What follows belongs to an exercise in optimizing a design on an open flow for small area and a short achievable clock period; a production flow would make more cautious choices. At most, simulation tests tie the RTL to the original design; equivalence was not proved. Function not checked in runs 4 to 8: the RTL went through the layout flow alone. Power is estimated from default activity; no workload was simulated.

===== flow/config.mk =====
export PLATFORM = sky130hd
export DESIGN_NAME = rld_ecc
export DESIGN_NICKNAME = rld_ecc
export VERILOG_FILES = /design/flow/design.v
export SDC_FILE = /design/flow/constraint.sdc
export NUM_CORES = 4
export LEC_CHECK = 0
export CAP_MARGIN = 20
export CORE_MARGIN = 2
export CORE_UTILIZATION = 40
export SETUP_SLACK_MARGIN = 2.8
export SLEW_MARGIN = 20

===== flow/constraint.sdc =====
create_clock -name core_clock -period 6.0 [get_ports {clk}]
set_input_delay 1.2000 -clock core_clock [delete_from_list [all_inputs] [get_ports {clk}]]
set_output_delay 1.2000 -clock core_clock [all_outputs]
set_load 0.01 [all_outputs]

===== flow/design.v =====
module rld_ecc_enc (
    input  wire [63:0] data,
    output wire [7:0]  check,
    output wire        dpar      
);
    function [64*7-1:0] dpos_table(input integer unused);
        integer p, n;
        begin
            dpos_table = {64*7{1'b0}};
            n = 0;
            for (p = 1; p < 72; p = p + 1)
                if ((p & (p - 1)) != 0) begin
                    dpos_table[7*n +: 7] = p[6:0];
                    n = n + 1;
                end
        end
    endfunction
    localparam [64*7-1:0] DPOS = dpos_table(0);
    function [63:0] row_mask(input integer h);
        integer j;
        begin
            for (j = 0; j < 64; j = j + 1)
                row_mask[j] = (DPOS[7*j+3 +: 4] == h);
        end
    endfunction
    function [63:0] col_mask(input integer l);
        integer j;
        begin
            for (j = 0; j < 64; j = j + 1)
                col_mask[j] = (DPOS[7*j +: 3] == l);
        end
    endfunction
    wire [8:0] row;
    wire [7:0] col;
    genvar g;
    generate
        for (g = 0; g < 9; g = g + 1) begin : g_row
            assign row[g] = ^(data & row_mask(g));
        end
        for (g = 0; g < 8; g = g + 1) begin : g_col
            assign col[g] = ^(data & col_mask(g));
        end
    endgenerate
    wire c37 = col[3] ^ col[7];
    wire c56 = col[5] ^ col[6];
    wire r37 = row[3] ^ row[7];
    wire r56 = row[5] ^ row[6];
    assign check[0] = col[1] ^ col[5] ^ c37;
    assign check[1] = col[2] ^ col[6] ^ c37;
    assign check[2] = col[4] ^ col[7] ^ c56;
    assign check[3] = row[1] ^ row[5] ^ r37;
    assign check[4] = row[2] ^ row[6] ^ r37;
    assign check[5] = row[4] ^ row[7] ^ r56;
    assign check[6] = row[8];
    assign check[7] = (col[0] ^ col[3]) ^ c56 ^
                      (row[1] ^ row[2]) ^ (row[4] ^ row[7]) ^ row[8];
    assign dpar = ((col[0] ^ col[1]) ^ (col[2] ^ col[4])) ^ (c37 ^ c56);
endmodule
module rld_ecc (
    input  wire        clk,
    input  wire        rst,
    input  wire        in_valid,
    input  wire [71:0] in_code,
    input  wire [63:0] in_wdata,
    input  wire [7:0]  in_bmask,
    input  wire        in_wpoison,
    output reg         out_valid,
    output wire [63:0] out_data,
    output wire [71:0] out_code,
    output reg  [1:0]  out_status,
    output reg  [6:0]  out_syn,
    output reg         out_poison
);
    localparam [1:0] ST_CLEAN  = 2'd0;
    localparam [1:0] ST_CORR   = 2'd1;
    localparam [1:0] ST_POISON = 2'd2;
    localparam [1:0] ST_UE     = 2'd3;
    function [64*7-1:0] dpos_table(input integer unused);
        integer p, n;
        begin
            dpos_table = {64*7{1'b0}};
            n = 0;
            for (p = 1; p < 72; p = p + 1)
                if ((p & (p - 1)) != 0) begin
                    dpos_table[7*n +: 7] = p[6:0];
                    n = n + 1;
                end
        end
    endfunction
    localparam [64*7-1:0] DPOS = dpos_table(0);
    wire [63:0] rd_data = in_code[63:0];
    wire [7:0]  rd_recalc;
    wire        rd_dpar;
    rld_ecc_enc u_chk_enc (
        .data  (rd_data),
        .check (rd_recalc),
        .dpar  (rd_dpar)
    );
    wire [6:0] syn    = in_code[70:64] ^ rd_recalc[6:0];
    wire       parity = rd_dpar ^ (^in_code[71:64]);
    reg [63:0] pre;
    integer b;
    always @* begin
        for (b = 0; b < 8; b = b + 1)
            pre[8*b +: 8] = in_bmask[b] ? in_wdata[8*b +: 8] : rd_data[8*b +: 8];
    end
    wire [7:0] pre_check;
    wire       pre_dpar_unused;
    rld_ecc_enc u_wr_enc (
        .data  (pre),
        .check (pre_check),
        .dpar  (pre_dpar_unused)
    );
    reg [1:0] status;
    always @* begin
        if (syn == 7'd0)
            status = parity ? ST_CORR : ST_CLEAN;
        else if (!parity)
            status = ST_UE;
        else if (syn == 7'h7F)
            status = ST_POISON;
        else if (syn <= 7'd71)
            status = ST_CORR;
        else
            status = ST_UE;
    end
    wire bad_word = status[1];
    wire poison   = (in_wpoison && (in_bmask != 8'h00)) ||
                    (bad_word && (in_bmask != 8'hFF));
    reg [7:0] byte_hit;
    integer j;
    always @* begin
        byte_hit = 8'd0;
        for (j = 0; j < 64; j = j + 1)
            if (syn == DPOS[7*j +: 7])
                byte_hit[j/8] = 1'b1;
    end
    wire [7:0] flip_byte = byte_hit & ~in_bmask & {8{parity}};
    reg [63:0] r_npre;      
    reg [7:0]  r_check;
    reg [7:0]  r_flip_byte;
    always @(posedge clk) begin
        if (rst)
            out_valid <= 1'b0;
        else
            out_valid <= in_valid;
        r_npre     <= ~pre;
        r_check    <= pre_check;
        out_syn    <= syn;
        out_status <= status;
        out_poison <= poison;
        r_flip_byte <= flip_byte;
    end
    wire [6:0] s = out_syn;
    reg [63:0] flip;
    always @* begin
        for (j = 0; j < 64; j = j + 1)
            flip[j] = r_flip_byte[j/8] && (s == DPOS[7*j +: 7]);
    end
    wire applied = |r_flip_byte;
    assign out_data = ~(r_npre ^ flip);
    wire [6:0] new_c = r_check[6:0] ^ (applied ? s : 7'd0);
    wire       new_c7 = r_check[7] ^ (applied & ~(^s));
    assign out_code = {new_c7, out_poison ? ~new_c : new_c, out_data};
endmodule

===== flow/flow/run.sh =====
#!/bin/bash
# The standard layout, with two changes in how cells are chosen:
# - the port buffers are buf_1 cells (buffer_ports -buffer_cell);
# - the 3-input XOR/XNOR cells are added to the platform's don't-use list,
#   so that synthesis builds the XOR trees from 2-input cells, which are
#   faster and smaller here.
# Every tool's output goes to the ORFS logs; make's own output to standard.log.
export BUFFER_PORTS_ARGS="-buffer_cell sky130_fd_sc_hd__buf_1"
EXTRA="sky130_fd_sc_hd__xnor3_1 sky130_fd_sc_hd__xnor3_2 sky130_fd_sc_hd__xnor3_4 sky130_fd_sc_hd__xor3_1 sky130_fd_sc_hd__xor3_2 sky130_fd_sc_hd__xor3_4"
# The platform's own don't-use list (platforms/sky130hd/config.mk).
PLATFORM="sky130_fd_sc_hd__probe_p_8 sky130_fd_sc_hd__probec_p_8 sky130_fd_sc_hd__lpflow_bleeder_1 sky130_fd_sc_hd__lpflow_clkbufkapwr_1 sky130_fd_sc_hd__lpflow_clkbufkapwr_16 sky130_fd_sc_hd__lpflow_clkbufkapwr_2 sky130_fd_sc_hd__lpflow_clkbufkapwr_4 sky130_fd_sc_hd__lpflow_clkbufkapwr_8 sky130_fd_sc_hd__lpflow_clkinvkapwr_1 sky130_fd_sc_hd__lpflow_clkinvkapwr_16 sky130_fd_sc_hd__lpflow_clkinvkapwr_2 sky130_fd_sc_hd__lpflow_clkinvkapwr_4 sky130_fd_sc_hd__lpflow_clkinvkapwr_8 sky130_fd_sc_hd__lpflow_decapkapwr_12 sky130_fd_sc_hd__lpflow_decapkapwr_3 sky130_fd_sc_hd__lpflow_decapkapwr_4 sky130_fd_sc_hd__lpflow_decapkapwr_6 sky130_fd_sc_hd__lpflow_decapkapwr_8 sky130_fd_sc_hd__lpflow_inputiso0n_1 sky130_fd_sc_hd__lpflow_inputiso0p_1 sky130_fd_sc_hd__lpflow_inputiso1n_1 sky130_fd_sc_hd__lpflow_inputiso1p_1 sky130_fd_sc_hd__lpflow_inputisolatch_1 sky130_fd_sc_hd__lpflow_isobufsrc_1 sky130_fd_sc_hd__lpflow_isobufsrc_16 sky130_fd_sc_hd__lpflow_isobufsrc_2 sky130_fd_sc_hd__lpflow_isobufsrc_4 sky130_fd_sc_hd__lpflow_isobufsrc_8 sky130_fd_sc_hd__lpflow_isobufsrckapwr_16 sky130_fd_sc_hd__lpflow_lsbuf_lh_hl_isowell_tap_1 sky130_fd_sc_hd__lpflow_lsbuf_lh_hl_isowell_tap_2 sky130_fd_sc_hd__lpflow_lsbuf_lh_hl_isowell_tap_4 sky130_fd_sc_hd__lpflow_lsbuf_lh_isowell_4 sky130_fd_sc_hd__lpflow_lsbuf_lh_isowell_tap_1 sky130_fd_sc_hd__lpflow_lsbuf_lh_isowell_tap_2 sky130_fd_sc_hd__lpflow_lsbuf_lh_isowell_tap_4"
bash standard.sh "DONT_USE_CELLS=$EXTRA $PLATFORM" finish > standard.log 2>&1

===== flow/standard.sh =====
#!/bin/bash
# synth_recipe.tcl (not shown) runs the flow's synth.tcl, then flattens the netlist and writes it again
# the make line also repeats each setting of config.mk as NAME=value (left out here)
make -C /OpenROAD-flow-scripts/flow DESIGN_CONFIG=/design/flow/config.mk WORK_HOME=/design/flow/orfs CLKGATE_MAP_FILE= SYNTH_SCRIPT=/design/flow/synth_recipe.tcl "${@:-finish}"

==> results of run 1 <==
cell usage in the layout, fill, tap and decap left out, types with 4 or more instances in the layout:
| cell | n |
|---|---|
| buf_1 | 254 |
| buf_2 | 13 |
| buf_4 | 23 |
| buf_6 | 11 |
| clkbuf_16 | 9 |
| clkbuf_2 | 13 |
| dfxtp_1 | 85 |
| dfxtp_2 | 6 |
| ha_1 | 9 |
| inv_1 | 12 |
| mux2i_1 | 34 |
| mux2i_2 | 28 |
| nand2_1 | 23 |
| nand2_2 | 9 |
| nand4_1 | 8 |
| nor2_1 | 59 |
| nor2_2 | 6 |
| nor4_1 | 4 |
| xnor2_1 | 238 |
| xnor2_2 | 44 |
| xnor2_4 | 13 |
| xor2_1 | 51 |
| xor2_2 | 4 |
| xor2_4 | 4 |
timing repair:
action / in CTS / in global routing
hold buffers: 0 / 0
cloned: 0 / 0
gates resized for setup: 64 / 182
endpoints found under the setup margin: 116 / 97
pin swaps: 22 / 35
buffers inserted: 16 / 10
final cells by class:
class | count | area, um2
fillers | 1624 | 7930
flip-flops and latches | 91 | 1830
clock buffers | 12 | 236
well taps | 225 | 282
inverters | 14 | 52.6
repair buffers | 320 | 1460
multi-input cells | 577 | 5590
clock inverters | 3 | 40.0
flip-flops by register name, summed over array words and instances, names as in the netlist:
name         count
r_npre          64
out_syn          7
r_flip_byte      8
out_poison       1
out_status       2
r_check          8
out_valid        1
cell usage after synthesis, types with 4 or more instances:
library cell	count	share of area [%]
ha_1	12	2.1
nor2_1	65	3.4
xnor2_2	9	2.0
nor4_1	4	0.35
buf_2	7	0.49
nand4_1	8	0.70
dfxtp_1	91	25
xnor2_1	285	35
inv_1	13	0.68
nand2_1	33	1.7
mux2i_1	65	9.1
buf_4	65	6.8
xor2_1	55	6.7
nor2b_1	5	0.44
worst max-delay path by stage:
| stage | startpoint | end | slack, ns | depth (start not counted) |
|---|---|---|---|---|
| 5_1_grt | in_code[39] | r_flip_byte[3] | 2.70 | 11 |
| 3_5_place_dp | in_bmask[2] | r_check[7] | 1.95 | 9 |
| 2_1_floorplan | in_code[59] | out_status[0] | 2.82 | 8 |
| 6_report | out_syn[4] | out_data[34] | 2.80 | 7 |
| 4_1_cts | in_bmask[6] | r_check[7] | 2.71 | 9 |
| 3_3_place_gp | in_bmask[6] | r_check[7] | 1.95 | 9 |
critical path, stage by stage (launching register included):
cell	delay, ns
dfxtp_2	0.39
inv_1	0.08
ha_1	0.21
nor2b_2	0.17
nand2_2	0.22
nor2_1	0.10
xnor2_1	0.28
buf_1	0.22
layer usage:
metal  track usage, %  share of wire (%)  routed length, um  vias to the layer above
met3             3.58                6.8               1730                       41
met2             41.3                 48              12200                      335
met4             9.35                2.5                633                        0
met1             34.1                 43              10900                     2742
li1                 -                  -                  -                     2851
met5                0                  0                  0                        -
cells by family after synthesis:
kind of cell	after synthesis	share of synthesized area, %
AOI/OAI and AO/OA	11	1.38
xor gates and xnor gates	354	45.0
adders and majority gates	12	2.09
buffers and inverters	88	8.13
DFF	91	25.4
muxes	65	9.07
and+or+nand+nor	135	8.88
where the power goes:
part | switching (mW) | leakage [nW] | internal (mW)
sequential | 0.122 | 0.764 | 0.746
clock | 0.225 | 0.136 | 0.320
combinational | 1.92 | 2.44 | 1.55
==> summary.txt, run 1 <==
post-synth design cell area 0.00717 mm2; clock sink count 91; Vias 5969; Worst setup EP type primary output; Slew headroom 51.2%; Critical Path Fanout Max 8; Mean Syn Cell Area 9.48 um2; Synth Net Count 916; DR WL/cell 20.6 um; crit path kind reg -> out; CTS tree yes; Die Span X 138 um; drt via density 4.81; final worst slack 2.80 ns; setup TNS 0 ns; HP Start rst; fraction of registers with async set/reset 0%; Distinct cells, synth 41; root buffer cell clkbuf_16; Max Transition Viols Final 0; max_cap viols 0; Design Power 4.88 mW; Longest Clk Path Bufs 2; leakage 3.34 nW; sequential area share after synthesis 25.4%; Crit path required time 4.80 ns; I/O pin count 295; Area growth, synth to finish 32.4%; initial core utilization 41.2%; Final GP Congestion 0.914; antenna cells 0; Final nets 1173; chip height 138 um; Placeable Area 0.0174 mm2; first-pass GRT wire length 34200 um; 1st-pass router iterations 5; placed insts 1201; number of synthesized flops with an enable pin 0; fmax 0.312 GHz; row cnt 48; Pwr per Cell Area 514 mW/mm2; Startpoint Class flop; yosys warns 1; Min-Delay Endpoint out_valid; worst slew pin tran 0.711 ns; Worst Hold Slack 1.00 ns; Tmin final 3.20 ns; antenna-violating nets left 0; Worst EP arrival 2.00 ns; Synth Instances 756; #FFs+latches synth 91; final hold vios 0; Final Util 54.5%; setup violators final 0; largest net degree at the start of global routing 14; DRC violations left 0; number of H-tree levels 3; final cycle utilization of the critical path 53.4%; outcome no timing/DRC/antenna violations; Buffers on Ports 294; DPL Wire Length 21000 um; Num CTS Buffers 9; Iteration-0 DRC Markers 502; Remaining Overflow, GRT 0; final instance area 0.00949 mm2; vias in the first global route 5619; unrepaired setup endpoints after global routing true; Die ar. 0.0190 mm2; VDD IR max 0.000337 V; layout cell share with drive strength beyond 1 21.4%; Min-Delay Path Depth 2; initial antenna violation count 0; worst hold path class in -> reg; Clk pin slew, worst setup/hold paths 0.06 ns; dpl ws 1.95 ns; Placed Area 0.00809 mm2; Synth Flop Type dfxtp_1; fin cells 1242; Routed WL 25500 um; Overall Global Routing Usage 25.3%
==> inputs of run 2 (changes only) <==
--- a/flow/config.mk
+++ b/flow/config.mk
@@ -8,5 +8,5 @@
 export CAP_MARGIN = 20
 export CORE_MARGIN = 2
 export CORE_UTILIZATION = 40
-export SETUP_SLACK_MARGIN = 2.8
+export SETUP_SLACK_MARGIN = 3.0
 export SLEW_MARGIN = 20
==> run 2 against run 1 <==
  * Routed wire length increased by 4.5%
  * Sequential share of layout area fell by 2.3 points
  * Fmax down 2.1%
  * Final cell count is 1.6% higher
  * Critical path depth is 5 higher
  * Still clean on timing, DRC and antenna
  * Design area is 14% higher
  * Global-route usage increased by 0.63 points
  * Largest cell class unchanged
  * Clock power is 1% higher
  * Via count rose by 3.5%
  * Worst hold slack gained 0.0038 ns
  * Power rose by 13%
==> summary.txt, run 2 <==
area fraction in compound gates after synthesis 1.38%; Crit path required time 6.25 ns; initial core utilization 41.2%; Final GP Congestion 0.902; Tmin final 3.27 ns; leakage 4.03 nW; Iteration-0 DRC Markers 368; max reg flops 64; Synth Net Count 916; cell taking the most area after synthesis xnor2_1; drt via density 4.90; post-synth design cell area 0.00717 mm2; chip height 138 um; outcome no timing/DRC/antenna violations; largest net degree at the start of global routing 16; Crit. Startpoint in_code[13]; fraction of registers with async set/reset 0%; VDD IR max 0.000381 V; Slew headroom 53.7%; Remaining Overflow, GRT 0; most common cell after layout, fill and taps aside xnor2_1; Num CTS Buffers 9; setup TNS 0 ns; final hold vios 0; Design Power 5.51 mW; number of H-tree levels 3; Clk pin slew, worst setup/hold paths 0.06 ns; layout cell share with drive strength beyond 1 43.3%; #FFs+latches synth 91; final cycle utilization of the critical path 54.5%; setup violators final 0; 1st-pass router iterations 5; number of synthesized flops with an enable pin 0; first-pass GRT wire length 35200 um; DRC violations left 0; Filler Cell Count 1413; post-synth top area share 34.8%; Placed Area 0.00814 mm2; Longest Clk Path Bufs 2; yosys warns 1; Max Transition Viols Final 0; Worst EP arrival 3.52 ns; I/O pin count 295; largest cells by area after synthesis xnor2_1 35%, dfxtp_1 25%, mux2i_1 9.1%, buf_4 6.8%, xor2_1 6.7%; clock sink count 91; synth cell count leaders 285 x xnor2_1, 91 x dfxtp_1, 65 x buf_4, 65 x mux2i_1, 65 x nor2_1; Buffers on Ports 294; largest registers r_npre x64, r_check x8, r_flip_byte x8; Worst setup EP type flop; unrepaired setup endpoints after global routing true; Mean Syn Cell Area 9.48 um2; most frequent cells in the layout 195 x xnor2_1, 162 x buf_1, 84 x dfxtp_1; Synth Instances 756; Vias 6180; crit path kind in -> reg; Worst Hold Slack 1.00 ns; Die ar. 0.0190 mm2; Post-Synth XOR/XNOR Area 45.0%; most frequent cell after synthesis xnor2_1; CTS tree yes; Startpoint Class input port; antenna-violating nets left 0; worst slew pin tran 0.675 ns; worst hold path class in -> reg; Critical Path Fanout Max 4; HP Start rst; DPL Wire Length 21000 um; Distinct cells, synth 41; initial antenna violation count 0; Die Span X 138 um; vias in the first global route 5810; Area growth, synth to finish 51.5%; root buffer cell clkbuf_16; fmax 0.306 GHz; sequential area share after synthesis 25.4%; max_cap viols 0; fraction of synthesized area in multiplexers 9.08%; Pwr per Cell Area 507 mW/mm2; Routed WL 26700 um; Min-Delay Path Depth 2; antenna cells 0; row cnt 48; Synth Flop Type dfxtp_1; Min-Delay Endpoint out_valid; DR WL/cell 21.1 um; adder-cell area share of the yosys netlist 2.09%; Post-Synth Simple-Gate Area 8.88%; Placeable Area 0.0174 mm2; largest family of logic cells by synthesized area XOR/XNOR gates; final instance area 0.0109 mm2; Final nets 1192; largest reg by FF count r_npre; Overall Global Routing Usage 26.0%
==> run 2: final cells by class <==
class	count	area [um2]	area share, %
multi-input combinational	577	6570	60.5
sequential	91	1850	17.0
timing repair buffer	339	1820	16.8
tap	225	282	2.59
clock buffer	12	256	2.36
inverter	14	57.6	0.530
clock inverter	4	32.5	0.300
==> run 2: critical path, stage by stage <==
cell,delay [ns]
buf_1,0.29
xor2_1,0.28
xnor2_1,0.21
xnor2_2,0.14
xnor2_4,0.15
buf_12,0.14
xor2_4,0.16
buf_6,0.15
buf_6,0.12
a211oi_4,0.31
nand2_1,0.11
a211oi_2,0.26
==> run 2: how the worst max path moves through the flow <==
stage | endpoint | slack, ns | depth (start not counted)
floorplan | out_status[0] | 2.84 | 8
global placement | r_check[7] | 2.06 | 9
detailed placement | r_check[7] | 2.04 | 9
CTS | r_check[7] | 2.88 | 10
global route | r_flip_byte[1] | 2.65 | 12
finish | r_flip_byte[1] | 2.73 | 12
==> run 2: kinds of logic (layout without fill, tap and decap cells) <==
logic type               after synthesis  after routing
AO/OA/AOI/OAI                         11             11
adder cells (fa/ha/maj)               12             12
buffers and inverters                 88            369
AND/OR/NAND/NOR                      135            135
XOR/XNOR                             354            354
flip-flops                            91             91
multiplexers                          65             65
==> run 2: routing by layer <==
| metal | GRT usage, % | part of all wire [%] | up-vias |
|---|---|---|---|
| met4 | 9.30 | 3.7 | 0 |
| met1 | 34.8 | 41 | 2938 |
| li1 | - | - | 2896 |
| met5 | 0 | 0 | - |
| met2 | 43.2 | 50 | 291 |
| met3 | 2.89 | 5.6 | 55 |
==> run 2: report_power, final <==
group          leakage [nW]  internal (mW)  switching (mW)
sequential            0.766          0.755           0.156
clock                 0.136          0.307           0.246
combinational          3.13           1.87            2.18
==> run 2: stage by stage <==
| step | cells | worst slack (ns) | util, % |
|---|---|---|---|
| 2_1_floorplan | 756 | 2.84 | - |
| 3_5_place_dp | 1202 | 2.04 | 46.8 |
| 6_report | 1262 | 2.73 | 62.4 |
| 4_1_cts | 1239 | 2.88 | 53.3 |
| 3_3_place_gp | 1202 | 2.06 | 46.8 |
| 5_1_grt | 1262 | 2.65 | 62.4 |
==> run 2: repair_timing <==
item	in CTS	in global routing
hold buffers	0	0
pin swaps	46	65
buffers inserted	21	23
setup endpoints to repair	147	149
hold endpoints to repair	0	0
resized for setup	178	386
==> inputs of run 3 (changes only) <==
--- a/flow/config.mk
+++ b/flow/config.mk
@@ -8,5 +8,5 @@
 export CAP_MARGIN = 20
 export CORE_MARGIN = 2
 export CORE_UTILIZATION = 40
-export SETUP_SLACK_MARGIN = 3.0
+export SETUP_SLACK_MARGIN = 2.5
 export SLEW_MARGIN = 20
==> run 3 against run 2 <==
  * Sequential power is 6.6% lower
  * Global-route usage decreased by 0.37 points
  * Worst hold slack got worse by 0.012 ns
  * Flip-flop and latch count is the same
  * First-iteration DRC count increased by 18%
  * Fmax shrank 4.1%
  * Largest power group unchanged
  * Via count shrank 5.6%
  * Clock power rose by about 10%
  * Critical path depth shrank 5
==> summary.txt, run 3 <==
Max Transition Viols Final 0; Startpoint Class flop; 1st-pass router iterations 5; Worst EP arrival 2.21 ns; Min-Delay Path Depth 2; most common cell after layout, fill and taps aside buf_1; row cnt 48; Area growth, synth to finish 19.1%; vias in the first global route 5487; Mean Syn Cell Area 9.48 um2; largest cells by area after synthesis xnor2_1 35%, dfxtp_1 25%, mux2i_1 9.1%, buf_4 6.8%, xor2_1 6.7%; CP max stage delay 0.44 ns; cell taking the most area after synthesis xnor2_1; Clk pin slew, worst setup/hold paths 0.07 ns; Psw 2.03 mW; max reg flops 64; max_cap viols 0; DRC violations left 0; CP top delay family simple AND/OR/NAND/NOR gates; Comb power frac 66.4%; Die Span X 138 um; final cycle utilization of the critical path 56.9%; Sw Share 46.6%; synth cell count leaders 285 x xnor2_1, 91 x dfxtp_1, 65 x buf_4, 65 x mux2i_1, 65 x nor2_1; CTS tree yes; number of H-tree levels 3; most frequent cell after synthesis xnor2_1; Overall Global Routing Usage 25.6%; clock sink count 91; initial antenna violation count 0; setup TNS 0 ns; Synth Flop Type dfxtp_1; largest registers r_npre x64, r_check x8, r_flip_byte x8; Multi-input gate area 0.00487 mm2; worst hold path class in -> reg; Critical Path Fanout Max 8; HP Start rst; VDD IR max 0.000286 V; unrepaired setup endpoints after global routing true; number of synthesized flops with an enable pin 0; Iteration-0 DRC Markers 435; leakage 2.95 nW; Remaining Overflow, GRT 0; Final Util 49.0%; setup violators final 0; Pwr per Cell Area 509 mW/mm2; sequential power share 19.6%; Longest Clk Path Bufs 2; Worst setup EP type primary output; DPL Wire Length 21300 um; fin cells 1228; worst slew pin tran 0.731 ns; Final nets 1158; Placeable Area 0.0174 mm2; sequential area share after synthesis 25.4%; root buffer cell clkbuf_16; antenna cells 0; initial core utilization 41.2%; yosys warns 1; Buf+Inv Stages, Crit Path 2; crit path kind reg -> out; Worst Hold Slack 0.992 ns; placed insts 1201; Buffers on Ports 294; I/O pin count 295; Final GP Congestion 0.967; outcome no timing/DRC/antenna violations; critical-path cell list inv_1 > ha_1 > nor2b_1 > nand2_1 > nor2_1 > xnor2_1 > buf_1; Num CTS Buffers 9; sequential standard cell area 0.00182 mm2; Internal 2.32 mW; Clk network pwr share 14.0%; largest reg by FF count r_npre; #FFs+latches synth 91; fraction of registers with async set/reset 0%; chip height 138 um; Die ar. 0.0190 mm2; antenna-violating nets left 0; final hold vios 0; first-pass GRT wire length 34400 um; Crit path required time 4.80 ns; Vias 5831; Tmin final 3.41 ns; Min-Delay Endpoint out_valid; CTS Hold Bufs 0; largest net degree at the start of global routing 16; Routed WL 24800 um; Distinct cells, synth 41; Synth Net Count 916; CP max-delay cell dfxtp_1; Filler Cell Count 1777; most frequent cells in the layout 286 x buf_1, 276 x xnor2_1, 91 x dfxtp_1; layout cell share with drive strength beyond 1 7.48%; DR WL/cell 20.2 um; Slew headroom 49.9%; fmax 0.293 GHz; post-synth design cell area 0.00717 mm2; post-synth top area share 34.8%; Synth Instances 756; drt via density 4.75; Design Power 4.35 mW
[run 3: cell type report]
class	count	area share, %
flip-flops and latches	91	21.3
clock buffers	9	2.64
repair buffers	305	14.1
clock inverters	7	1.08
inverters	14	0.615
well taps	225	3.30
multi-input cells	577	57.0
[run 3: how the worst max path moves through the flow]
stage / startpoint / end / slack, ns / cells past startpoint
global placement: in_bmask[6] / r_check[7] / 1.99 / 9
detailed placement: in_bmask[6] / r_check[7] / 1.96 / 9
global route: in_code[54] / r_flip_byte[3] / 2.45 / 10
CTS: in_bmask[6] / r_check[7] / 2.48 / 9
floorplan: in_code[48] / r_flip_byte[3] / 2.74 / 9
finish: out_syn[4] / out_data[32] / 2.59 / 7
[run 3: layer usage]
layer | vias to the layer above | wire length (um) | track usage, %
li1 | 2821 | - | -
met1 | 2685 | 11000 | 35.5
met2 | 284 | 11400 | 40.8
met3 | 41 | 1740 | 3.51
met4 | 0 | 707 | 8.62
met5 | - | 0 | 0
[run 3: timing repair]
item | in CTS | in global routing
pin swaps | 2 | 4
setup buffers | 5 | 6
endpoints found under the setup margin | 6 | 34
gates resized for setup | 8 | 22
[run 3: power groups by stage]
stage                     combinational (mW)  sequential (mW)  clock [mW]
after floorplan                         2.01            0.830           0
after global placement                  2.61            0.862           0
after detailed placement                2.62            0.863           0
after CTS                               2.73            0.850       0.609
after global routing                    3.10            0.862       0.636
final                                   2.89            0.851       0.609
[run 3: kinds of logic (layout without fill, tap and decap cells)]
group	after synthesis	after routing	synth area share [%]
mux	65	65	9.07
flops	91	91	25.4
fa+ha+maj	12	12	2.09
compound gates	11	11	1.38
xor+xnor	354	354	45.0
buf+inv	88	335	8.13
simple gates	135	135	8.88
[run 3: metrics by stage]
stage / area, um2 / setup WS [ns]
global placement: 8020 / 1.99
detailed placement: 8020 / 1.96
global route: 8540 / 2.45
finish: 8540 / 2.59
floorplan: 7170 / 2.74
CTS: 8420 / 2.48
==> inputs of run 4 (changes only) <==
--- a/flow/design.v
+++ b/flow/design.v
@@ -136,7 +136,11 @@
                 byte_hit[j/8] = 1'b1;
     end
     wire [7:0] flip_byte = byte_hit & ~in_bmask & {8{parity}};
+    wire [8:0] syn_row = 9'd1 << syn[6:3];
+    wire [7:0] syn_col = 8'd1 << syn[2:0];
     reg [63:0] r_npre;      
+    reg [8:0]  r_syn_row;
+    reg [7:0]  r_syn_col;
     reg [7:0]  r_check;
     reg [7:0]  r_flip_byte;
     always @(posedge clk) begin
@@ -150,12 +154,15 @@
         out_status <= status;
         out_poison <= poison;
         r_flip_byte <= flip_byte;
+        r_syn_row   <= syn_row;
+        r_syn_col   <= syn_col;
     end
     wire [6:0] s = out_syn;
     reg [63:0] flip;
     always @* begin
         for (j = 0; j < 64; j = j + 1)
-            flip[j] = r_flip_byte[j/8] && (s == DPOS[7*j +: 7]);
+            flip[j] = r_flip_byte[j/8] && r_syn_row[DPOS[7*j+3 +: 4]] &&
+                      r_syn_col[DPOS[7*j +: 3]];
     end
     wire applied = |r_flip_byte;
     assign out_data = ~(r_npre ^ flip);
==> run 4 against run 3 <==
  * Critical endpoint is now r_check[7]
  * Non-clock buffer count unchanged
  * Synthesized cell count rose by 2.4%
  * Sequential power grew 21%
  * Worst hold slack got worse by 0.020 ns
  * Core utilization decreased by 0.86 points
==> summary.txt, run 4 <==
Slew headroom 46.8%; row cnt 49; sequential area share after synthesis 29.3%; Die Span X 140 um; placed insts 1212; Worst Hold Slack 0.972 ns; DRC violations left 0; synth cell count leaders 234 x xnor2_1, 113 x xor2_1, 108 x dfxtp_1; setup violators final 0; max_cap viols 0; Remaining Overflow, GRT 0; Area growth, synth to finish 17.7%; fmax 0.292 GHz; Routed WL 26500 um; Synth Instances 774; cell taking the most area after synthesis dfxtp_1; Tmin final 3.42 ns; number of H-tree levels 3; Placed Area 0.00822 mm2; Max Transition Viols Final 0; worst hold path class in -> reg; most frequent cell after synthesis xnor2_1; layout cell share with drive strength beyond 1 6.36%; root buffer cell clkbuf_16; number of synthesized flops with an enable pin 0; Worst setup EP type flop; Synth Net Count 922; I/O pin count 295; Final GP Congestion 0.901; Multi-input gate area 0.00471 mm2; leakage 3.03 nW; most frequent cells in the layout 288 x buf_1, 226 x xnor2_1, 112 x xor2_1; Iteration-0 DRC Markers 428; Vias 5988; largest registers r_npre x64, r_syn_row x9; Synth Flop Type dfxtp_1; CTS Hold Bufs 0; fin cells 1236; CP max-delay cell mux2i_1; largest reg by FF count r_npre; crit path kind in -> reg; Mean Syn Cell Area 9.54 um2; Filler Cell Count 1808; Most Frequent Cell on Critical Path xnor2_1; Final Util 48.2%; Die ar. 0.0196 mm2; Buf+Inv Stages, Crit Path 1; #FFs+latches synth 108; final cycle utilization of the critical path 57.0%; Crit path required time 6.31 ns; 1st-pass router iterations 5; most common cell after layout, fill and taps aside buf_1; critical-path cell list clkdlybuf4s15_2 > mux2i_1 > xnor2_1 > xnor2_1 > xnor2_1 > xnor2_1 > xor2_1 > xnor2_1 > xnor2_1; largest cells by area after synthesis dfxtp_1 29%, xnor2_1 28%, xor2_1 13%, mux2i_1 8.8%, buf_4 6.6%; cell count along the critical path 9; final instance area 0.00869 mm2; outcome no timing/DRC/antenna violations; Longest Clk Path Bufs 2; Final nets 1149; CP Capture Point r_check[7]; Overall Global Routing Usage 26.4%; fraction of registers with async set/reset 0%; Num CTS Buffers 9; largest net degree at the start of global routing 21; drt via density 4.84; CP top delay family XOR/XNOR gates; Critical Path Fanout Max 11; Crit. Startpoint in_bmask[7]; CP max stage delay 0.57 ns; yosys warns 1; Startpoint Class input port; clock sink count 108; worst slew pin tran 0.776 ns; DR WL/cell 21.4 um; VDD IR max 0.000243 V; Worst EP arrival 3.73 ns; Clk pin slew, worst setup/hold paths 0.08 ns; Distinct cells, synth 40; antenna-violating nets left 0; final hold vios 0; chip height 140 um; post-synth design cell area 0.00738 mm2; max reg flops 64; CTS tree yes; Buffers on Ports 294; first-pass GRT wire length 37000 um; setup TNS 0 ns; initial antenna violation count 1; sequential standard cell area 0.00216 mm2; Pwr per Cell Area 525 mW/mm2; DPL Wire Length 22200 um; unrepaired setup endpoints after global routing true; initial core utilization 41.0%; post-synth top area share 29.3%; vias in the first global route 5752; Placeable Area 0.0180 mm2
run 4: kinds of logic after synthesis:
logic type             synth area share, %
XOR/XNOR                              43.5
AND/OR/NAND/NOR                       8.97
AO/OA/AOI/OAI                        0.949
flip-flops                            29.3
buffers and inverters                 8.30
multiplexers                          8.97
run 4: report_power, final:
part           total [mW]  switching [mW]  internal, mW
clock               0.604           0.310         0.293
sequential           1.03           0.151         0.883
combinational        2.93            1.77          1.16
run 4: metrics by stage:
step / power, mW / setup WS (ns)
detailed placement: 3.79 / 1.92
finish: 4.56 / 2.58
global route: 4.82 / 2.42
floorplan: 3.02 / 2.77
global placement: 3.80 / 1.91
CTS: 4.46 / 2.50
run 4: worst min-delay path by stage:
stage               start        end  cells after the start
floorplan             rst  out_valid                      1
global placement      rst  out_valid                      2
detailed placement    rst  out_valid                      2
CTS                   rst  out_valid                      2
global route          rst  out_valid                      2
finish                rst  out_valid                      2
run 4: cell type report:
| cell class | count | area share, % |
|---|---|---|
| Tap cell | 229 | 3.30 |
| Timing Repair Buffer | 305 | 13.9 |
| Antenna cell | 1 | 0.0288 |
| Sequential cell | 108 | 24.9 |
| Clock inverter | 7 | 0.763 |
| Clock buffer | 9 | 2.59 |
| Multi-Input combinational cell | 570 | 54.2 |
| Inverter | 7 | 0.303 |
run 4: timing repair:
action | in CTS | in global routing
setup buffers | 2 | 5
gates resized for setup | 10 | 13
cloned | 0 | 0
pin swaps | 1 | 7
setup endpoints to repair | 8 | 15
run 4: metal layers:
metal  wire length [um]  global-route usage (%)  vias to the layer above
met3               1800                    3.03                       27
met1              11500                    35.8                     2797
met2              12700                    44.2                      321
met5                  0                       0                        -
li1                   -                       -                     2843
met4                520                    8.00                        0
==> inputs of run 5 (changes only) <==
--- a/flow/config.mk
+++ b/flow/config.mk
@@ -8,5 +8,5 @@
 export CAP_MARGIN = 20
 export CORE_MARGIN = 2
 export CORE_UTILIZATION = 40
-export SETUP_SLACK_MARGIN = 2.5
+export SETUP_SLACK_MARGIN = 2.7
 export SLEW_MARGIN = 20
==> run 5 against run 4 <==
  * Routed wire length increased by 1.5%
  * Synthesized cell count unchanged
  * Critical path depth grew 2
  * Global-route usage rose by 0.16 points
  * Highest routed layer unchanged
  * First-iteration DRC count fell by 19%
  * Flip-flop and latch count did not move
  * Die area unchanged
  * Non-clock buffer count rose by 7
  * Worst setup slack improved by 0.13 ns
==> summary.txt, run 5 <==
most frequent cells in the layout 268 x buf_1, 203 x xnor2_1, 110 x xor2_1; Synth Net Count 922; DPL Wire Length 22200 um; most frequent cell after synthesis xnor2_1; Critical Path Fanout Max 7; Clk pin slew, worst setup/hold paths 0.08 ns; drt via density 4.81; number of synthesized flops with an enable pin 0; largest cells by area after synthesis dfxtp_1 29%, xnor2_1 28%, xor2_1 13%, mux2i_1 8.8%, buf_4 6.6%; crit path kind in -> reg; initial antenna violation count 1; Buffers on Ports 294; Design Power 4.89 mW; setup TNS 0 ns; Tmin final 3.29 ns; critical-path cell list buf_1 > xnor2_1 > xnor2_1 > xnor2_1 > xnor2_1 > xnor2_2 > buf_4 > xor2_4 > nor2_2 > a2111oi_2 > nor3b_2; Final GP Congestion 0.901; sequential area share after synthesis 29.3%; final hold vios 0; Placeable Area 0.0180 mm2; Iteration-0 DRC Markers 348; DR WL/cell 21.6 um; cell taking the most area after synthesis dfxtp_1; max_cap viols 0; Vias 5979; Most Frequent Cell on Critical Path xnor2_1; CP top delay family XOR/XNOR gates; setup violators final 0; Die ar. 0.0196 mm2; Slew headroom 47.6%; most common cell after layout, fill and taps aside buf_1; Worst EP arrival 3.60 ns; Longest Clk Path Bufs 2; final instance area 0.00913 mm2; Startpoint Class input port; DRC violations left 0; clock sink count 108; unrepaired setup endpoints after global routing true; Die Span X 140 um; post-synth design cell area 0.00738 mm2; Filler Cell Count 1768; root buffer cell clkbuf_16; Area growth, synth to finish 23.6%; final cycle utilization of the critical path 54.9%; synth cell count leaders 234 x xnor2_1, 113 x xor2_1, 108 x dfxtp_1; Max Transition Viols Final 0; yosys warns 1; row cnt 49; 1st-pass router iterations 5; largest net degree at the start of global routing 21; layout cell share with drive strength beyond 1 12.9%; Placed Area 0.00822 mm2; post-synth top area share 29.3%; Pwr per Cell Area 536 mW/mm2; Mean Syn Cell Area 9.54 um2; Distinct cells, synth 40; outcome no timing/DRC/antenna violations; antenna-violating nets left 0; first-pass GRT wire length 37300 um; chip height 140 um; Synth Flop Type dfxtp_1; fmax 0.304 GHz; worst slew pin tran 0.765 ns; CP max-delay cell a2111oi_2; worst hold path class in -> reg; Worst setup EP type flop; leakage 3.28 nW; initial core utilization 41.0%; Num CTS Buffers 9; largest reg by FF count r_npre; max reg flops 64; CP max stage delay 0.36 ns; Final nets 1156; fraction of registers with async set/reset 0%; #FFs+latches synth 108; Buf+Inv Stages, Crit Path 2; CTS tree yes; VDD IR max 0.000258 V; Overall Global Routing Usage 26.6%; Remaining Overflow, GRT 0; Routed WL 26900 um; largest registers r_npre x64, r_syn_row x9; I/O pin count 295; Synth Instances 774; Crit path required time 6.31 ns; vias in the first global route 5805; number of H-tree levels 3
-- run 5: cell type report --
class / instances / area (um2) / area share, %
diodes: 1 / 2.50 / 0.0274
clock buffers: 9 / 225 / 2.47
clock inverters: 7 / 66.3 / 0.727
inverters: 7 / 28.8 / 0.315
multi-input cells: 570 / 5030 / 55.2
flip-flops and latches: 108 / 2160 / 23.7
well taps: 229 / 287 / 3.14
repair buffers: 312 / 1320 / 14.5
-- run 5: layer usage --
layer	vias to the layer above	share of wire [%]	track usage, %
li1	2856	-	-
met1	2798	44	35.8
met2	296	48	44.4
met3	29	6.2	3.06
met4	0	2.1	8.58
met5	-	0	0
-- run 5: cell families (layout without fill, tap and decap cells) --
group	after synthesis	after routing	synth area share [%]
AOI/OAI and AO/OA	11	11	0.949
xor gates and xnor gates	357	357	43.5
buffers and inverters	96	335	8.30
DFF	108	108	29.3
muxes	66	66	8.97
other	0	1	0
and+or+nand+nor	136	136	8.97
-- run 5: timing repair --
item	CTS	global route
pin swaps	10	32
buffers inserted	6	8
resized for setup	32	75
hold buffers	0	0
setup endpoints to repair	18	23
-- run 5: where the power goes --
group          leakage [nW]  internal (mW)  switching [mW]  total [mW]
Sequential            0.903          0.883           0.155        1.04
Combinational          2.23           1.38            1.87        3.25
Clock                 0.144          0.293           0.312       0.606
-- run 5: metrics by stage --
| step | hold WS [ns] | instances | setup slack, ns | utilization [%] |
|---|---|---|---|---|
| after CTS | 0.963 | 1234 | 2.70 | 48.4 |
| final | 0.971 | 1243 | 2.71 | 50.6 |
| after global routing | 0.983 | 1243 | 2.57 | 50.6 |
| after global placement | 1.35 | 1212 | 1.91 | 45.6 |
| after detailed placement | 1.36 | 1212 | 1.92 | 45.6 |
| after floorplan | 1.27 | 774 | 2.77 | - |
-- run 5: path summary, 6_finish.rpt --
path / start / endpoint / slack, ns / depth (start not counted)
worst max-delay path: in_code[60] / r_flip_byte[0] / 2.71 / 11
worst min-delay path: rst / out_valid / 0.97 / 2
==> inputs of run 6 (changes only) <==
--- a/flow/design.v
+++ b/flow/design.v
@@ -69,7 +69,7 @@
     output wire [71:0] out_code,
     output reg  [1:0]  out_status,
     output reg  [6:0]  out_syn,
-    output reg         out_poison
+    output wire        out_poison
 );
     localparam [1:0] ST_CLEAN  = 2'd0;
     localparam [1:0] ST_CORR   = 2'd1;
@@ -111,22 +111,6 @@
         .check (pre_check),
         .dpar  (pre_dpar_unused)
     );
-    reg [1:0] status;
-    always @* begin
-        if (syn == 7'd0)
-            status = parity ? ST_CORR : ST_CLEAN;
-        else if (!parity)
-            status = ST_UE;
-        else if (syn == 7'h7F)
-            status = ST_POISON;
-        else if (syn <= 7'd71)
-            status = ST_CORR;
-        else
-            status = ST_UE;
-    end
-    wire bad_word = status[1];
-    wire poison   = (in_wpoison && (in_bmask != 8'h00)) ||
-                    (bad_word && (in_bmask != 8'hFF));
     reg [7:0] byte_hit;
     integer j;
     always @* begin
@@ -140,6 +124,9 @@
     wire [7:0] syn_col = 8'd1 << syn[2:0];
     reg [63:0] r_npre;      
     reg [8:0]  r_syn_row;
+    reg        r_parity;
+    reg        r_wpoison;    
+    reg        r_full;       
     reg [7:0]  r_syn_col;
     reg [7:0]  r_check;
     reg [7:0]  r_flip_byte;
@@ -151,13 +138,27 @@
         r_npre     <= ~pre;
         r_check    <= pre_check;
         out_syn    <= syn;
-        out_status <= status;
-        out_poison <= poison;
+        r_parity   <= parity;
+        r_wpoison  <= in_wpoison && (in_bmask != 8'h00);
+        r_full     <= (in_bmask == 8'hFF);
         r_flip_byte <= flip_byte;
         r_syn_row   <= syn_row;
         r_syn_col   <= syn_col;
     end
     wire [6:0] s = out_syn;
+    always @* begin
+        if (s == 7'd0)
+            out_status = r_parity ? ST_CORR : ST_CLEAN;
+        else if (!r_parity)
+            out_status = ST_UE;
+        else if (s == 7'h7F)
+            out_status = ST_POISON;
+        else if (s <= 7'd71)
+            out_status = ST_CORR;
+        else
+            out_status = ST_UE;
+    end
+    assign out_poison = r_wpoison || (out_status[1] && !r_full);
     reg [63:0] flip;
     always @* begin
         for (j = 0; j < 64; j = j + 1)
==> run 6 against run 5 <==
  * Power is 8.7% lower
  * Global-route usage is 2.4 points lower
  * First-iteration DRC count is 5.5% lower
  * Non-clock buffer count is 14 lower
  * Sequential share of layout area is 0.11 points higher
  * Combinational power is 14% lower
  * Die area is 2.3% higher
  * Critical path type unchanged
  * Critical endpoint is now r_flip_byte[5]
  * Largest power group unchanged
==> summary.txt, run 6 <==
leakage 3.22 nW; CP max-delay cell or3_4; post-synth top area share 28.6%; Synth Flop Type dfxtp_1; Worst EP arrival 3.54 ns; largest registers r_npre x64, r_syn_row x9; worst slew pin tran 0.674 ns; Clk network pwr share 13.2%; number of synthesized flops with an enable pin 0; max_cap viols 0; clock sink count 108; Final GP Congestion 0.908; drt via density 4.77; Vias 5984; Critical Path Fanout Max 5; root buffer cell clkbuf_16; largest reg by FF count r_npre; Overall Global Routing Usage 24.2%; Worst setup EP type flop; Slew headroom 55.0%; Internal 2.42 mW; synth cell count leaders 239 x xnor2_1, 108 x dfxtp_1, 101 x xor2_1; Longest Clk Path Bufs 2; Mean Syn Cell Area 9.51 um2; final hold vios 0; Crit path required time 6.27 ns; #FFs+latches synth 108; critical-path cell list buf_1 > xnor2_2 > xnor2_2 > xnor2_1 > xnor2_2 > xnor2_2 > or3_4 > a21oi_4 > mux2_2 > nor3_1; crit path kind in -> reg; Most Frequent Cell on Critical Path xnor2_2; Final Util 48.9%; first-pass GRT wire length 35300 um; CTS Hold Bufs 0; vias in the first global route 5779; antenna-violating nets left 0; DR WL/cell 20.0 um; number of H-tree levels 3; VDD IR max 0.000286 V; Max Transition Viols Final 0; setup TNS 0 ns; fmax 0.305 GHz; largest cells by area after synthesis dfxtp_1 29%, xnor2_1 28%, xor2_1 12%, mux2i_1 8.6%, buf_4 6.5%; Placeable Area 0.0186 mm2; Remaining Overflow, GRT 0; antenna cells 0; row cnt 50; sequential area share after synthesis 28.6%; Num CTS Buffers 9; Final nets 1170; sequential power share 23.9%; Die ar. 0.0200 mm2; Sw Share 45.8%; setup violators final 0; Buffers on Ports 294; I/O pin count 295; Tmin final 3.27 ns; worst hold path class in -> reg; max reg flops 64; Area growth, synth to finish 20.5%; most frequent cells in the layout 270 x buf_1, 214 x xnor2_1, 104 x dfxtp_1; Distinct cells, synth 38; most common cell after layout, fill and taps aside buf_1; post-synth design cell area 0.00756 mm2; Synth Net Count 950; Iteration-0 DRC Markers 329; cell taking the most area after synthesis dfxtp_1; Min-Delay Path Depth 2; most frequent cell after synthesis xnor2_1; DRC violations left 0; 1st-pass router iterations 7; initial core utilization 40.6%; yosys warns 1; Startpoint Class input port; Clk pin slew, worst setup/hold paths 0.07 ns; Psw 2.04 mW; CP max stage delay 0.40 ns; Synth Instances 795; Die Span X 141 um; chip height 141 um; initial antenna violation count 0; CTS tree yes; DPL Wire Length 20900 um; largest net degree at the start of global routing 20; unrepaired setup endpoints after global routing false; layout cell share with drive strength beyond 1 11.2%; Comb power frac 62.9%; final cycle utilization of the critical path 54.6%; outcome no timing/DRC/antenna violations; Pwr per Cell Area 490 mW/mm2; Filler Cell Count 1798; fraction of registers with async set/reset 0%; Routed WL 25100 um
run 6: per-layer routing:
| layer | vias up | global-route usage [%] | part of all wire, % |
|---|---|---|---|
| met5 | - | 0 | 0 |
| met4 | 0 | 8.47 | 2.3 |
| met3 | 27 | 3.24 | 5.4 |
| met2 | 285 | 40.6 | 48 |
| met1 | 2773 | 32.0 | 44 |
| li1 | 2899 | - | - |
run 6: power by group through the flow:
stage                     clock, mW  sequential [mW]  combinational [mW]
after floorplan                   0            0.978                2.05
after global placement            0             1.08                2.54
after detailed placement          0             1.07                2.55
after CTS                     0.597             1.06                2.61
after global routing          0.625             1.08                3.04
final                         0.588             1.07                2.81
run 6: what timing repair did:
item | CTS | global route
gates cloned | 0 | 1
setup endpoints to repair | 20 | 20
resized for setup | 33 | 58
buffers inserted | 1 | 3
pin swaps | 4 | 16
run 6: area by class of cell:
| cell class | count | area [um2] | area share, % |
|---|---|---|---|
| Multi-Input combinational cell | 586 | 5110 | 56.1 |
| Sequential cell | 108 | 2170 | 23.8 |
| Timing Repair Buffer | 298 | 1210 | 13.2 |
| Tap cell | 234 | 293 | 3.21 |
| Clock buffer | 9 | 225 | 2.47 |
| Clock inverter | 7 | 57.6 | 0.632 |
| Inverter | 12 | 45.0 | 0.495 |
run 6: per-stage QoR:
step | hold WS, ns | cells | instance area (um2) | worst slack [ns] | power [mW]
after floorplan | 1.27 | 795 | 7560 | 2.84 | 3.03
after global placement | 1.35 | 1233 | 8370 | 1.85 | 3.62
after detailed placement | 1.36 | 1233 | 8370 | 1.90 | 3.63
after CTS | 0.980 | 1250 | 8810 | 2.65 | 4.27
after global routing | 1.03 | 1254 | 9110 | 2.67 | 4.75
final | 0.989 | 1254 | 9110 | 2.73 | 4.46
run 6: logic make-up (layout without fill, tap and decap cells):
kind of cell             Yosys count  count (layout)  share of synthesized area (%)
flip-flops                       108             108                           28.6
buffers and inverters            102             326                           8.39
AO/OA/AOI/OAI                     13              13                           1.18
multiplexers                      67              67                           8.90
XOR/XNOR                         353             354                           42.6
adder cells (fa/ha/maj)            8               8                           1.29
AND/OR/NAND/NOR                  144             144                           9.00
run 6: final timing paths:
check                  startpoint        endpoint  slack [ns]
worst max-delay path  in_code[58]  r_flip_byte[5]        2.73
worst min-delay path          rst       out_valid        0.99
run 6: critical path, delay by kind of cell:
family	cells	cell delay, ns
AND/OR/NAND/NOR	2	0.56
AO/OA/AOI/OAI	1	0.21
XOR/XNOR	5	0.96
buffers and inverters	1	0.25
multiplexers	1	0.37
==> inputs of run 7 (changes only) <==
--- a/flow/config.mk
+++ b/flow/config.mk
@@ -8,5 +8,5 @@
 export CAP_MARGIN = 20
 export CORE_MARGIN = 2
 export CORE_UTILIZATION = 40
-export SETUP_SLACK_MARGIN = 2.7
+export SETUP_SLACK_MARGIN = 2.5
 export SLEW_MARGIN = 20
==> run 7 against run 6 <==
  * Critical path depth shrank 1
  * Synthesized cell count did not move
  * Sequential power about the same
  * Non-clock buffer count fell by 3
  * Combinational power decreased by 6%
==> summary.txt, run 7 <==
unrepaired setup endpoints after global routing true; Worst setup EP type flop; Synth Net Count 950; most common cell after layout, fill and taps aside buf_1; Clk pin slew, worst setup/hold paths 0.07 ns; Buffers on Ports 294; worst slew pin tran 1.02 ns; Die ar. 0.0200 mm2; first-pass GRT wire length 35200 um; largest net degree at the start of global routing 20; largest registers r_npre x64, r_syn_row x9; DRC violations left 0; Design Power 4.30 mW; global routing's busiest layer met2; Synth Flop Type dfxtp_1; row cnt 50; Post-Synth XOR/XNOR Area 42.6%; Max Transition Viols Final 0; Synth Instances 795; number of H-tree levels 3; setup violators final 0; most frequent cell after synthesis xnor2_1; clock sink count 108; GR Util met3 3.31%; antenna-violating nets left 0; Area growth, synth to finish 16.0%; I/O pin count 295; met2 Track Usage GR 40.6%; VDD IR max 0.000280 V; area fraction in compound gates after synthesis 1.18%; Routed WL 24700 um; final cycle utilization of the critical path 58.7%; met1 Resource Use GR 32.1%; Critical Path Fanout Max 11; largest reg by FF count r_npre; #FFs+latches synth 108; drt via density 4.74; max_cap viols 0; Post-Synth Simple-Gate Area 9.00%; Distinct cells, synth 38; layout cell share with drive strength beyond 1 5.12%; Filler Cell Count 1841; CTS Hold Bufs 0; post-synth design cell area 0.00756 mm2; Overall Global Routing Usage 24.2%; chip height 141 um; Final GP Congestion 0.908; Longest Clk Path Bufs 2; Final nets 1166; sequential standard cell area 0.00216 mm2; cell taking the most area after synthesis dfxtp_1; fraction of synthesized area in multiplexers 8.90%; Remaining Overflow, GRT 0; Mean Syn Cell Area 9.51 um2; Placeable Area 0.0186 mm2; placed insts 1233; Placed Area 0.00837 mm2; vias in the first global route 5745; DR WL/cell 19.8 um; number of synthesized flops with an enable pin 0; initial core utilization 40.6%; Worst EP arrival 3.81 ns; Startpoint Class input port; Vias 5925; adder-cell area share of the yosys netlist 1.29%; fin cells 1250; Tmin final 3.52 ns; post-synth top area share 28.6%; max reg flops 64; setup TNS 0 ns; Worst Hold Slack 0.988 ns; 1st-pass router iterations 5; fmax 0.284 GHz; worst hold path class in -> reg; DPL Wire Length 20900 um; initial antenna violation count 0; crit path kind in -> reg; CTS tree yes; largest cells by area after synthesis dfxtp_1 29%, xnor2_1 28%, xor2_1 12%, mux2i_1 8.6%, buf_4 6.5%; Iteration-0 DRC Markers 285; fraction of registers with async set/reset 0%; Num CTS Buffers 9; Slew headroom 32.2%; Multi-input gate area 0.00484 mm2; leakage 3.03 nW; Crit path required time 6.28 ns; final hold vios 0; root buffer cell clkbuf_16; most frequent cells in the layout 290 x buf_1, 234 x xnor2_1, 108 x dfxtp_1; antenna cells 0; Pwr per Cell Area 490 mW/mm2; largest family of logic cells by synthesized area XOR/XNOR gates; synth cell count leaders 239 x xnor2_1, 108 x dfxtp_1, 101 x xor2_1; yosys warns 1; final instance area 0.00877 mm2; sequential area share after synthesis 28.6%; outcome no timing/DRC/antenna violations; Die Span X 141 um
==> run 7: timing repair <==
| action | CTS | global route |
|---|---|---|
| pin swaps | 0 | 1 |
| endpoints found under the setup margin | 9 | 16 |
| gates resized for setup | 9 | 11 |
| setup buffers | 0 | 1 |
==> run 7: cell families (layout without fill, tap and decap cells) <==
group / Yosys count / count (layout)
AOI/OAI and AO/OA: 13 / 13
xor gates and xnor gates: 353 / 353
adders and majority gates: 8 / 8
buffers and inverters: 102 / 323
DFF: 108 / 108
muxes: 67 / 67
and+or+nand+nor: 144 / 144
==> run 7: final cells by class <==
type / instances / area share, %
Timing Repair Buffer: 295 / 13.1
Tap cell: 234 / 3.34
Inverter: 12 / 0.514
Clock buffer: 9 / 2.57
Clock inverter: 7 / 0.657
Sequential cell: 108 / 24.7
Multi-Input combinational cell: 585 / 55.2
==> run 7: power by group <==
group          leakage [nW]  internal (mW)  switching (mW)
registers             0.903          0.884           0.178
clock network         0.134          0.288           0.300
logic                  1.99           1.17            1.48
total                  3.03           2.34            1.96
==> run 7: routing by layer <==
| layer | vias to the layer above | wire length, um |
|---|---|---|
| met4 | 0 | 580 |
| met1 | 2735 | 10900 |
| met3 | 29 | 1340 |
| li1 | 2886 | - |
| met5 | - | 0 |
| met2 | 275 | 11800 |
==> run 7: stage by stage <==
step | utilization (%) | setup WS [ns]
floorplan | - | 2.84
global placement | 44.9 | 1.85
detailed placement | 44.9 | 1.90
CTS | 46.6 | 2.45
global route | 47.0 | 2.42
finish | 47.0 | 2.48
==> run 7: path summary, 6_finish.rpt <==
kind	slack, ns	cells after the start	start	endpoint
worst max-delay path	2.48	9	in_bmask[4]	r_check[7]
worst min-delay path	0.99	2	rst	out_valid
==> run 7: worst max-delay path, cell delays in order <==
cell	delay [ns]
buf_1	0.65
mux2i_1	0.67
xnor2_1	0.18
xnor2_1	0.16
xnor2_1	0.26
xnor2_1	0.21
xnor2_1	0.18
xnor2_1	0.16
xnor2_1	0.13
==> inputs of run 8 (changes only) <==
--- a/flow/design.v
+++ b/flow/design.v
@@ -88,6 +88,9 @@
         end
     endfunction
     localparam [64*7-1:0] DPOS = dpos_table(0);
+    function integer part(input integer j);
+        part = (DPOS[7*j+3 +: 4] == j / 8) ? 0 : 1;
+    endfunction
     wire [63:0] rd_data = in_code[63:0];
     wire [7:0]  rd_recalc;
     wire        rd_dpar;
@@ -111,25 +114,38 @@
         .check (pre_check),
         .dpar  (pre_dpar_unused)
     );
-    reg [7:0] byte_hit;
-    integer j;
+    function [7:0] part_cols(input integer b, input integer k);
+        integer jj;
+        begin
+            part_cols = 8'd0;
+            for (jj = 8*b; jj < 8*b + 8; jj = jj + 1)
+                if (part(jj) == k)
+                    part_cols[DPOS[7*jj +: 3]] = 1'b1;
+        end
+    endfunction
+    function integer part_row(input integer b, input integer k);
+        part_row = (b == 0) ? k : b + k;
+    endfunction
+    wire [15:0] syn_row = 16'd1 << syn[6:3];
+    wire [7:0]  syn_col = 8'd1 << syn[2:0];
+    reg [15:0] hit;
+    integer j, k;
     always @* begin
-        byte_hit = 8'd0;
-        for (j = 0; j < 64; j = j + 1)
-            if (syn == DPOS[7*j +: 7])
-                byte_hit[j/8] = 1'b1;
+        for (b = 0; b < 8; b = b + 1)
+            for (k = 0; k < 2; k = k + 1)
+                hit[2*b + k] = parity && !in_bmask[b] && syn_row[part_row(b, k)] &&
+                               |(syn_col & part_cols(b, k));
     end
-    wire [7:0] flip_byte = byte_hit & ~in_bmask & {8{parity}};
-    wire [8:0] syn_row = 9'd1 << syn[6:3];
-    wire [7:0] syn_col = 8'd1 << syn[2:0];
-    reg [63:0] r_npre;      
-    reg [8:0]  r_syn_row;
+    reg [63:0] r_npre;       
+    reg [7:0]  r_check;
+    reg [15:0] r_hit;
+    reg [7:0]  r_syn_col;    
+    reg        r_syn_even;   
+    reg        r_syn_nz;     
+    reg        r_syn_hi;     
     reg        r_parity;
     reg        r_wpoison;    
     reg        r_full;       
-    reg [7:0]  r_syn_col;
-    reg [7:0]  r_check;
-    reg [7:0]  r_flip_byte;
     always @(posedge clk) begin
         if (rst)
             out_valid <= 1'b0;
@@ -138,36 +154,38 @@
         r_npre     <= ~pre;
         r_check    <= pre_check;
         out_syn    <= syn;
+        r_hit      <= hit;
+        r_syn_col  <= syn_col;
+        r_syn_even <= ~(^syn);
+        r_syn_nz   <= (syn != 7'd0);
+        r_syn_hi   <= (syn > 7'd71);
         r_parity   <= parity;
         r_wpoison  <= in_wpoison && (in_bmask != 8'h00);
         r_full     <= (in_bmask == 8'hFF);
-        r_flip_byte <= flip_byte;
-        r_syn_row   <= syn_row;
-        r_syn_col   <= syn_col;
     end
     wire [6:0] s = out_syn;
     always @* begin
-        if (s == 7'd0)
+        if (!r_syn_nz)
             out_status = r_parity ? ST_CORR : ST_CLEAN;
         else if (!r_parity)
             out_status = ST_UE;
         else if (s == 7'h7F)
             out_status = ST_POISON;
-        else if (s <= 7'd71)
+        else if (!r_syn_hi)
             out_status = ST_CORR;
         else
             out_status = ST_UE;
     end
-    assign out_poison = r_wpoison || (out_status[1] && !r_full);
+    wire bad_word = r_syn_nz && (!r_parity || r_syn_hi);
+    assign out_poison = r_wpoison || (bad_word && !r_full);
     reg [63:0] flip;
     always @* begin
         for (j = 0; j < 64; j = j + 1)
-            flip[j] = r_flip_byte[j/8] && r_syn_row[DPOS[7*j+3 +: 4]] &&
-                      r_syn_col[DPOS[7*j +: 3]];
+            flip[j] = r_hit[2*(j/8) + part(j)] && r_syn_col[DPOS[7*j +: 3]];
     end
-    wire applied = |r_flip_byte;
+    wire applied = |r_hit;
     assign out_data = ~(r_npre ^ flip);
-    wire [6:0] new_c = r_check[6:0] ^ (applied ? s : 7'd0);
-    wire       new_c7 = r_check[7] ^ (applied & ~(^s));
-    assign out_code = {new_c7, out_poison ? ~new_c : new_c, out_data};
+    wire [6:0] new_c  = r_check[6:0] ^ (applied ? s : 7'd0) ^ {7{out_poison}};
+    wire       new_c7 = r_check[7] ^ (applied & r_syn_even);
+    assign out_code = {new_c7, new_c, out_data};
 endmodule
--- a/flow/config.mk
+++ b/flow/config.mk
@@ -8,5 +8,5 @@
 export CAP_MARGIN = 20
 export CORE_MARGIN = 2
 export CORE_UTILIZATION = 40
-export SETUP_SLACK_MARGIN = 2.5
+export SETUP_SLACK_MARGIN = 2.8
 export SLEW_MARGIN = 20
==> run 8 against run 7 <==
  * Still clean on timing, DRC and antenna
  * Combinational power increased by 21%
  * Design area is 6.2% higher
  * Critical path depth rose by 2
  * Clock power increased by 6.6%
  * Synthesized area fell by 1.8%
  * Worst hold slack better by 0.0018 ns
  * Via count up 0.47%
  * Synthesized cell count is 1.1% lower
  * Core utilization increased by 4.4 points
  * Critical path type unchanged
==> summary.txt, run 8 <==
fmax 0.306 GHz; HP Start rst; largest family of logic cells by synthesized area XOR/XNOR gates; Min-Delay Path Depth 2; largest registers r_npre x64, r_hit x16; initial antenna violation count 0; Crit path required time 6.28 ns; Post-Synth Simple-Gate Area 8.73%; Placeable Area 0.0181 mm2; final instance area 0.00931 mm2; first-pass GRT wire length 35300 um; number of H-tree levels 3; Num CTS Buffers 9; Iteration-0 DRC Markers 366; Slew headroom 46.4%; outcome no timing/DRC/antenna violations; Internal 2.73 mW; unrepaired setup endpoints after global routing true; Distinct cells, synth 32; max reg flops 64; sequential power share 21.5%; final hold vios 0; Tmin final 3.27 ns; Synth Flop Type dfxtp_1; Max Transition Viols Final 0; drt via density 4.70; crit path kind in -> reg; Die ar. 0.0197 mm2; fin cells 1266; Area growth, synth to finish 25.4%; row cnt 49; setup violators final 0; post-synth design cell area 0.00742 mm2; largest reg by FF count r_npre; Filler Cell Count 1728; Pwr per Cell Area 523 mW/mm2; Longest Clk Path Bufs 2; Post-Synth XOR/XNOR Area 43.0%; layout cell share with drive strength beyond 1 13.6%; 1st-pass router iterations 4; Clk network pwr share 12.9%; met1 Resource Use GR 31.0%; chip height 140 um; largest net degree at the start of global routing 18; most frequent cell after synthesis xnor2_1; Critical Path Fanout Max 7; Buffers on Ports 294; Psw 2.14 mW; #FFs+latches synth 110; root buffer cell clkbuf_16; Sw Share 44.0%; post-synth top area share 30.0%; number of synthesized flops with an enable pin 0; vias in the first global route 5878; Worst setup EP type flop; DR WL/cell 19.6 um; adder-cell area share of the yosys netlist 0%; cell taking the most area after synthesis xnor2_1; Mean Syn Cell Area 9.44 um2; leakage 3.29 nW; most common cell after layout, fill and taps aside buf_1; max_cap viols 0; global routing's busiest layer met2; Comb power frac 65.6%; placed insts 1222; Min-Delay Endpoint out_valid; Final GP Congestion 0.892; DPL Wire Length 20500 um; area fraction in compound gates after synthesis 1.16%; Vias 5953; worst slew pin tran 0.798 ns; Clk pin slew, worst setup/hold paths 0.08 ns; synth cell count leaders 254 x xnor2_1, 110 x dfxtp_1, 96 x xor2_1; yosys warns 1; met2 Track Usage GR 43.9%; fraction of synthesized area in multiplexers 9.31%; Overall Global Routing Usage 24.5%; worst hold path class in -> reg; clock sink count 110; Synth Instances 786; Remaining Overflow, GRT 0; GR Util met3 2.70%; Die Span X 140 um; Synth Net Count 934; initial core utilization 41.0%; DRC violations left 0; Worst Hold Slack 0.990 ns; Worst EP arrival 3.55 ns; antenna-violating nets left 0; antenna cells 0; most frequent cells in the layout 265 x buf_1, 224 x xnor2_1, 110 x dfxtp_1; largest cells by area after synthesis xnor2_1 30%, dfxtp_1 30%, xor2_1 11%, mux2i_1 9.3%, buf_4 6.6%; VDD IR max 0.000328 V; CTS tree yes; setup TNS 0 ns; CTS Hold Bufs 0; Final nets 1181; Placed Area 0.00824 mm2; fraction of registers with async set/reset 0%; I/O pin count 295; Startpoint Class input port; final cycle utilization of the critical path 54.5%; Routed WL 24900 um; sequential area share after synthesis 29.7%
run 8: cell count changes after synthesis, sizes merged, moves of 3 or more:
cell	before	now
inv	12	6
nand3	30	5
nor4	7	12
xnor2	250	261
xor2	103	96
mux2i	65	69
nor3	5	10
nand2b	6	2
nand2	57	80
ha	7	0
clkbuf	19	16
and2	8	2
run 8: final cells by class:
type | instances | area [um2] | area share [%]
Clock buffer | 11 | 243 | 2.61
Clock inverter | 4 | 55.1 | 0.591
Inverter | 6 | 25.0 | 0.269
Multi-Input combinational cell | 582 | 5080 | 54.6
Sequential cell | 110 | 2200 | 23.7
Tap cell | 229 | 287 | 3.08
Timing Repair Buffer | 324 | 1420 | 15.2
run 8: repair_timing:
action,in CTS,in global routing
endpoints found under the setup margin,38,27
setup buffers,12,17
gates resized for setup,54,66
pin swaps,14,14
run 8: stage by stage:
step                      worst slack (ns)  total power, mW  util (%)
after floorplan                       2.83             2.94         -
after global placement                2.05             3.57      45.6
after detailed placement              2.02             3.57      45.6
after CTS                             2.72             4.50      49.3
after global routing                  2.60             5.15      51.5
final                                 2.73             4.87      51.5
run 8: logic make-up (layout without fill, tap and decap cells):
group,after synthesis,count (layout)
xor+xnor,357,357
simple gates,143,143
flops,110,110
buf+inv,94,345
mux,69,69
compound gates,13,13
run 8: worst max path at each step:
stage | from | endpoint | slack [ns]
floorplan | in_bmask[1] | r_check[7] | 2.83
global placement | in_bmask[7] | r_check[7] | 2.05
detailed placement | in_bmask[7] | r_check[7] | 2.02
CTS | in_bmask[7] | r_check[7] | 2.72
global route | in_code[59] | r_hit[14] | 2.60
finish | in_code[25] | r_hit[10] | 2.73
run 8: power groups by stage:
| stage | registers [mW] | logic (mW) | clock network (mW) |
|---|---|---|---|
| finish | 1.05 | 3.20 | 0.627 |
| global route | 1.06 | 3.42 | 0.661 |
| CTS | 1.05 | 2.83 | 0.628 |
| detailed placement | 1.06 | 2.51 | 0 |
| global placement | 1.06 | 2.50 | 0 |
| floorplan | 0.976 | 1.96 | 0 |
run 8: layer usage:
layer	wire length (um)	vias up	part of all wire, %
li1	-	2927	-
met1	10300	2755	41
met2	12500	233	50
met3	1390	38	5.6
met4	681	0	2.7
met5	0	-	0
run 8: worst max-delay path, stage by stage:
cell and delay, ns:
clkbuf_2 0.13, xnor2_1 0.17, xnor2_2 0.31, xnor2_2 0.13, xnor2_2 0.15, buf_4 0.16, xnor2_4 0.20, nor3_2 0.40
a21oi_2 0.09, nand4b_1 0.34, nor3_2 0.25

## what the ideal ports hide
In the flow no input, the clock included, has a driving cell. The finished layouts below were timed again as built, in two steps. Step 1 sets driving cells, clkbuf_16 on the clock port and buf_2 on the other inputs (assumed; they add their load-dependent delay and slew). Step 2 adds t to the input delays and takes it off the output delays; t is the mean of the earliest and latest rising clock arrival at the registers after step 1. Input paths then give back, and output paths get back, about the clock's delay inside the block. a / b / c = no drivers / after step 1 / after step 2; a / b = the first two.
| run | t, ns | setup WS [ns] | hold slack, ns | worst register clock-pin slew, ns |
|---|---|---|---|---|
| run 1 | 0.375 | 2.798 / 2.760 / 2.464 | 1.000 / 0.989 / 1.364 | 0.06 / 0.06 |
| run 2 | 0.376 | 2.729 / 2.737 / 2.361 | 1.004 / 0.997 / 1.372 | 0.07 / 0.07 |
| run 3 | 0.388 | 2.588 / 2.545 / 2.235 | 0.992 / 0.972 / 1.359 | 0.07 / 0.07 |
| run 4 | 0.411 | 2.580 / 2.571 / 2.188 | 0.972 / 0.950 / 1.361 | 0.08 / 0.08 |
| run 5 | 0.411 | 2.709 / 2.730 / 2.319 | 0.971 / 0.950 / 1.361 | 0.08 / 0.08 |
| run 6 | 0.396 | 2.726 / 2.741 / 2.345 | 0.989 / 0.971 / 1.367 | 0.08 / 0.08 |
| run 7 | 0.394 | 2.476 / 2.485 / 2.091 | 0.988 / 0.971 / 1.365 | 0.08 / 0.08 |
| run 8 | 0.403 | 2.728 / 2.731 / 2.327 | 0.990 / 0.965 / 1.368 | 0.08 / 0.08 |
After both steps every run listed still meets setup and hold. For run 8, which loses most, drivers alone change the setup slack by +0.003 ns; drivers and shift together by -0.401 ns.
